From an optimization exercise on the open Yosys and OpenROAD flow, aimed at small area, a short achievable clock period and few clock cycles; shortcuts taken in it are not production practice. In this exercise RTL edits were held to simulation tests only and were not proved equivalent to the original. Power figures rest on the tool's default switching activity, not on a simulated workload.

==> flow/design.v <==
module beam_former (
    input  wire        clk,
    input  wire        rst,
    input  wire        bin_valid,
    output wire        bin_ready,
    input  wire [63:0] bin_counts,    
    input  wire [3:0]  bin_lost,      
    input  wire        cfg_we,
    input  wire        cfg_re,
    input  wire [6:0]  cfg_addr,
    input  wire [31:0] cfg_wdata,
    output reg  [31:0] cfg_rdata,
    output wire        idle,
    output reg         out_valid,
    output reg  [2:0]  out_beam,
    output reg  [7:0]  out_value,
    output reg         out_lost,
    output reg         out_sat
);
    localparam NENT  = 64;
    localparam NBEAM = 8;
    localparam NBIN  = 16;
    localparam S_IDLE = 2'd0;
    localparam S_SCAN = 2'd1;
    localparam S_OUT  = 2'd2;
    reg         ent_v     [0:NENT-1];
    reg  [2:0]  ent_beam  [0:NENT-1];
    reg  [3:0]  ent_rx    [0:NENT-1];
    reg  [3:0]  ent_dly   [0:NENT-1];
    reg  [4:0]  ent_w     [0:NENT-1];
    reg         beam_en   [0:NBEAM-1];
    reg  [4:0]  beam_shift[0:NBEAM-1];
    reg  [31:0] beam_sat  [0:NBEAM-1];
    reg  [63:0] hist_cnt  [0:NBIN-1];
    reg  [3:0]  hist_lost [0:NBIN-1];
    reg  signed [31:0] acc      [0:NBEAM-1];
    reg                acc_lost [0:NBEAM-1];
    reg  [1:0]  state;
    reg  [5:0]  idx;
    reg  [2:0]  ob;
    assign bin_ready = (state == S_IDLE);
    assign idle      = (state == S_IDLE);
    wire        e_v    = ent_v[idx];
    wire [2:0]  e_beam = ent_beam[idx];
    wire [3:0]  e_rx   = ent_rx[idx];
    wire [3:0]  e_dly  = ent_dly[idx];
    wire [4:0]  e_w    = ent_w[idx];
    wire [63:0] h_cnt  = hist_cnt[e_dly];
    wire [3:0]  h_lost = hist_lost[e_dly];
    wire [3:0]  count  = h_cnt[e_rx*4 +: 4];
    wire        lost   = h_lost[e_rx[3:2]];
    wire signed [31:0] term = $signed({1'b0, count}) * $signed(e_w);
    wire        e_use  = e_v && beam_en[e_beam];
    wire signed [31:0] s_sum   = acc[ob];
    wire [4:0]         s_shift = beam_shift[ob];
    wire signed [31:0] rnd     = (s_shift == 5'd0) ? 32'sd0 : (32'sd1 <<< (s_shift - 5'd1));
    wire signed [31:0] v_full  = (s_sum + rnd) >>> s_shift;
    wire               v_hi    = v_full > 32'sd127;
    wire               v_lo    = v_full < -32'sd128;
    wire [7:0]         v_q     = v_hi ? 8'h7f : v_lo ? 8'h80 : v_full[7:0];
    integer i;
    always @(posedge clk) begin
        if (rst) begin
            state     <= S_IDLE;
            idx       <= 6'd0;
            ob        <= 3'd0;
            out_valid <= 1'b0;
            out_beam  <= 3'd0;
            out_value <= 8'd0;
            out_lost  <= 1'b0;
            out_sat   <= 1'b0;
            cfg_rdata <= 32'd0;
            for (i = 0; i < NENT; i = i + 1) begin
                ent_v[i]    <= 1'b0;
                ent_beam[i] <= 3'd0;
                ent_rx[i]   <= 4'd0;
                ent_dly[i]  <= 4'd0;
                ent_w[i]    <= 5'd0;
            end
            for (i = 0; i < NBEAM; i = i + 1) begin
                beam_en[i]    <= 1'b0;
                beam_shift[i] <= 5'd0;
                beam_sat[i]   <= 32'd0;
                acc[i]        <= 32'sd0;
                acc_lost[i]   <= 1'b0;
            end
            for (i = 0; i < NBIN; i = i + 1) begin
                hist_cnt[i]  <= 64'd0;
                hist_lost[i] <= 4'd0;
            end
        end else begin
            out_valid <= 1'b0;
            if (cfg_we) begin
                if (cfg_addr < 7'h40) begin
                    ent_v[cfg_addr[5:0]]    <= cfg_wdata[31];
                    ent_beam[cfg_addr[5:0]] <= cfg_wdata[26:24];
                    ent_rx[cfg_addr[5:0]]   <= cfg_wdata[19:16];
                    ent_dly[cfg_addr[5:0]]  <= cfg_wdata[11:8];
                    ent_w[cfg_addr[5:0]]    <= cfg_wdata[4:0];
                end else if (cfg_addr < 7'h48) begin
                    beam_en[cfg_addr[2:0]]    <= cfg_wdata[31];
                    beam_shift[cfg_addr[2:0]] <= cfg_wdata[20:16];
                end else if (cfg_addr == 7'h50) begin
                    if (cfg_wdata[0]) begin
                        for (i = 0; i < NBIN; i = i + 1) begin
                            hist_cnt[i]  <= 64'd0;
                            hist_lost[i] <= 4'd0;
                        end
                    end
                    if (cfg_wdata[1]) begin
                        for (i = 0; i < NBEAM; i = i + 1)
                            beam_sat[i] <= 32'd0;
                    end
                end
            end
            if (cfg_re) begin
                if (cfg_addr < 7'h40)
                    cfg_rdata <= {ent_v[cfg_addr[5:0]], 4'd0, ent_beam[cfg_addr[5:0]],
                                  4'd0, ent_rx[cfg_addr[5:0]], 4'd0, ent_dly[cfg_addr[5:0]],
                                  3'd0, ent_w[cfg_addr[5:0]]};
                else if (cfg_addr < 7'h48)
                    cfg_rdata <= {beam_en[cfg_addr[2:0]], 10'd0, beam_shift[cfg_addr[2:0]], 16'd0};
                else if (cfg_addr < 7'h50)
                    cfg_rdata <= beam_sat[cfg_addr[2:0]];
                else
                    cfg_rdata <= 32'd0;
            end
            case (state)
                S_IDLE: begin
                    if (bin_valid) begin
                        hist_cnt[0]  <= bin_counts;
                        hist_lost[0] <= bin_lost;
                        for (i = 1; i < NBIN; i = i + 1) begin
                            hist_cnt[i]  <= hist_cnt[i-1];
                            hist_lost[i] <= hist_lost[i-1];
                        end
                        for (i = 0; i < NBEAM; i = i + 1) begin
                            acc[i]      <= 32'sd0;
                            acc_lost[i] <= 1'b0;
                        end
                        idx   <= 6'd0;
                        state <= S_SCAN;
                    end
                end
                S_SCAN: begin
                    if (e_use) begin
                        acc[e_beam] <= acc[e_beam] + term;
                        if (e_w != 5'd0 && lost)
                            acc_lost[e_beam] <= 1'b1;
                    end
                    idx <= idx + 6'd1;
                    if (idx == 6'd63) begin
                        ob    <= 3'd0;
                        state <= S_OUT;
                    end
                end
                S_OUT: begin
                    if (beam_en[ob]) begin
                        out_valid <= 1'b1;
                        out_beam  <= ob;
                        out_value <= v_q;
                        out_lost  <= acc_lost[ob];
                        out_sat   <= v_hi || v_lo;
                        if ((v_hi || v_lo) && beam_sat[ob] != 32'hffffffff)
                            beam_sat[ob] <= beam_sat[ob] + 32'd1;
                    end
                    ob <= ob + 3'd1;
                    if (ob == 3'd7)
                        state <= S_IDLE;
                end
                default: state <= S_IDLE;
            endcase
        end
    end
endmodule
==> flow/run.sh <==
#!/bin/bash
# synth_recipe.tcl (not shown) runs the flow's synth.tcl, then flattens the netlist and writes it again
# the make line also repeats each setting of config.mk as NAME=value (left out here)
make -C /OpenROAD-flow-scripts/flow DESIGN_CONFIG=/design/flow/config.mk WORK_HOME=/design/flow/orfs CLKGATE_MAP_FILE= SYNTH_SCRIPT=/design/flow/synth_recipe.tcl finish
==> flow/config.mk <==
export PLATFORM = sky130hd
export DESIGN_NAME = beam_former
export DESIGN_NICKNAME = beam_former
export VERILOG_FILES = /design/flow/design.v
export SDC_FILE = /design/flow/constraint.sdc
export NUM_CORES = 4
export LEC_CHECK = 0
export CAP_MARGIN = 20
export CORE_MARGIN = 2
export CORE_UTILIZATION = 35
export SLEW_MARGIN = 20
==> flow/constraint.sdc <==
create_clock -name core_clock -period 15.0 [get_ports {clk}]
set_input_delay 3.0000 -clock core_clock [delete_from_list [all_inputs] [get_ports {clk}]]
set_output_delay 3.0000 -clock core_clock [all_outputs]
set_load 0.01 [all_outputs]
==> run summary <==
==> cell usage in the layout, fill, tap and decap left out, types with 30 or more instances in the layout <==
cell / n
ha_1: 148
mux2_2: 87
clkbuf_1: 88
edfxtp_1: 1648
a22o_1: 143
nand2b_1: 50
clkinv_1: 32
a222oi_1: 42
clkdlybuf4s50_1: 123
buf_12: 30
clkinv_2: 40
xnor2_1: 40
inv_1: 69
a21o_1: 46
a21oi_1: 234
a31oi_1: 36
buf_4: 301
dfxtp_1: 1152
nand4_1: 163
a221oi_1: 171
clkbuf_16: 315
and2_1: 1109
o22ai_1: 78
nor2_1: 1949
or3_1: 36
a211oi_1: 74
nand2_1: 325
or2_2: 82
mux4_2: 494
mux2i_1: 148
xor2_1: 36
o21ai_0: 167
clkbuf_8: 35
nor2b_1: 32
and3_1: 74
nor3_1: 84
o221ai_1: 40
nand3_1: 84
a22oi_1: 1860
o211ai_1: 50
==> registers in the layout, indices dropped and copies added (netlist names), 8 cells and up, named ones only <==
register    count
beam_shift     40
acc           256
acc_lost        8
ent_v          64
beam_sat      256
hist_lost      64
hist_cnt     1024
ent_dly       256
ent_w         320
beam_en         8
ent_rx        256
ent_beam      192
out_value       8
cfg_rdata      32
==> logic make-up (layout without fill, tap and decap cells) <==
family,after synthesis,in the layout,share of synthesized area
flops,2810,2810,0.526
buf+inv,1254,1105,0.0373
fa+ha+maj,163,163,0.0156
simple gates,4084,4084,0.143
xor+xnor,76,76,0.00482
mux,739,739,0.0995
compound gates,3228,3228,0.174
other cells,0,12,0
==> critical path: cells and delay by family, from the launching register on <==
kind	cells	cell delay [ps]
AOI/OAI and AO/OA	14	4340
buffers and inverters	3	1250
and+or+nand+nor	10	2740
adders and majority gates	5	2330
muxes	2	1010
DFF	1	780
xor gates and xnor gates	1	340
==> layout make-up <==
class                           instances  area (um2)  share of cell area
Multi-Input combinational cell       8290       60800               0.393
Tap cell                             5220        6530              0.0422
Inverter                               71         267             0.00172
Sequential cell                      2810       72800               0.471
Clock inverter                        121        1300             0.00842
Timing Repair Buffer                  474        4200              0.0272
Clock buffer                          439        8700              0.0563
Antenna cell                           12        30.0            0.000194
==> layer usage <==
| layer | routed length, um | vias up |
|---|---|---|
| met5 | 161 | - |
| met4 | 27500 | 22 |
| met3 | 53300 | 1131 |
| met2 | 228000 | 6543 |
| met1 | 200000 | 53700 |
| li1 | - | 46300 |
==> worst max path at each step <==
stage	start	end	depth (start not counted)
after detailed placement	flip-flop	acc[2][31]$_SDFFCE_PN0P_	34
after global placement	flip-flop	acc[4][31]$_SDFFCE_PN0P_	34
after floorplan	flip-flop	beam_sat[1][0]$_SDFFCE_PN0P_	27
after CTS	flip-flop	acc[2][31]$_SDFFCE_PN0P_	34
final	flip-flop	acc[2][31]$_SDFFCE_PN0P_	35
after global routing	flip-flop	acc[4][31]$_SDFFCE_PN0P_	35
==> stage by stage <==
step | total power [mW] | hold WS (ps)
global placement | 11.4 | 436
floorplan | 10.3 | 420
finish | 19.0 | 452
detailed placement | 11.4 | 443
global route | 19.5 | 489
CTS | 19.0 | 456
==> power groups by stage <==
stage	combinational, mW	clock (mW)	sequential (mW)
after floorplan	1.67	0	8.67
after global placement	2.66	0	8.73
after detailed placement	2.66	0	8.74
after CTS	2.67	7.73	8.58
after global routing	2.86	8.03	8.60
final	2.72	7.68	8.58
==> results.toml <==
[run_status]
status = "no timing/DRC/antenna violations"

[logic_synthesis]
ys_seq_area_frac = 0.526
synth_area_leaders = "edfxtp_1, dfxtp_1, a22oi_1, mux4_2, nor2_1"
synth_warnings = 3
ys_ff_latch = 2810
synthDistinctLibCells = 102
synthTopCellsByCount = "nor2_1, a22oi_1, edfxtp_1"
yosysTopAreaCellShare = 0.358
ys.flop_type = "edfxtp_1"
synth_top_cell_by_area = "edfxtp_1"
syn_inst = 12400
synth-edff-count = 1648
syn_nets = 12600
async_reset_ff_frac = 0
synth.most_common_cell = "nor2_1"
synth.avg_cell_area_um2 = 11.2
netlist_area_um2 = 138000

[place]
gp_congestion = 0.916
pre_cts_ws_ps = 2170
hpwlAfterDp_mm = 306
port_buffers = 145
post-place-cells = 16900
placed_cell_area_um2 = 145000

[route]
first_iter_violations = 16000
dr.pass1.iters = 10
postRouteAntennaNets = 0
wl_per_cell_um = 29.2
vias_per_cell = 6.17
num_vias = 108000
drcViolationCount = 0
wl_mm = 509

[sta]
fin_skew_ps = 81.3
fin_crit_sh = 0.882
relSlewSlack = 0.158
max_freq_mhz = 75.6
drv_slew = 0
setup_viol = 0
finalSetupTns_ps = 0
tightest_slew_ps = 1260
hold_violations = 0
min_period_ps = 13230
fin_ws_ps = 1770
rsz0062_at_grt = "false"

[global_routing]
top_usage_layer = "met2"
grt_first_pass_wirelength_mm = 730
grt_util_all_layers = 0.245
use_met1 = 0.328
gr-usage-met2 = 0.378
grt_use_met3 = 0.0490
grt_pass1_vias = 103000
gr-total-overflow = 0
antenna_found_initial = 35
grt_max_degree = 235

[clock_network]
ctsResizeCount = 0
htreeDepth = 5
cts.sinks = 2810
worstSkewPairLatency_ps = 960
cts_buffers = 309
cts_hold_buf = 0
post_cts_buffers = 0
clk_pin_slew_ps = 60
clk_path_buf_depth = 4
cts_root_buf = "clkbuf_16"
cts_tree = "built"

[pwr]
p_leak_nw = 51.7
internal_power_mw = 13.6
p_switching_mw = 5.40
netSwitchingFraction = 0.284
ir_drop_mv = 0.0912
clockPowerShare = 0.405
p_comb_frac = 0.143
power.density_nw_per_um2 = 123
seq_power_share = 0.452

[worst_setup_path]
end_kind = "flip-flop"
crit_slowest_cell = "nor4_2"
cp_max_fo = 87
r2r_setup_slack_ps = 1770
required_ps = 15640
r2r_end = "acc[2][31]$_SDFFCE_PN0P_"
crit_top_cell = "fa_1"
start_kind = "flip-flop"
path_class = "reg -> reg"
arrival_ps = 13860
r2r_cells = 35
critPathMaxStageDelay_ps = 900

[die]
dieWidth_um = 632
dieArea_um2 = 400000
num_rows = 230
ios = 160
fp.dieH_um = 632
start_util = 0.352
core_area_um2 = 393000

[cells_and_area]
nets = 12200
drive_above_1_share = 0.130
utilization = 0.394
area_delta_synth_final_pct = 11.8
final_area_um2 = 155000
layoutNonFillerInstCount = 17400
n_fill_cell = 37300

[hold_path]
holdCritPathClass = "reg -> reg"
min_from = "acc_lost[6]$_DFF_P_"
min_path_cells = 2
worstHoldEndpoint = "acc_lost[6]$_DFF_P_"

[job]
cap_violations = 0
Testbench counts, summed over its fixed seeds: cycles 70,088.

what the ideal ports hide:
How much do the figures lean on ideal ports? The routed layout below was timed once more, with nothing changed but the port constraints. Step 1 assumes that a clkbuf_16 drives the clock port and a buf_2 every other input. Step 2, shift: input delay + t, output delay - t, t = (earliest + latest rising clock arrival at the registers) / 2. This alone moves slack from input paths to output paths. a / b / c = ideal / step 1 / step 2; a / b = the first two.
shift t [ns]: 1.054
setup slack, ns: 1.775 / 1.775 / 1.775
worst setup path after step 2: register to register
latest minus earliest clock arrival (ns): 0.101 / 0.101
pins driven straight from the clock port: 1
After both steps setup and hold are still met in this run. The setup slack of this run moves by 0.000 ns with the drivers and by 0.000 ns with both steps.
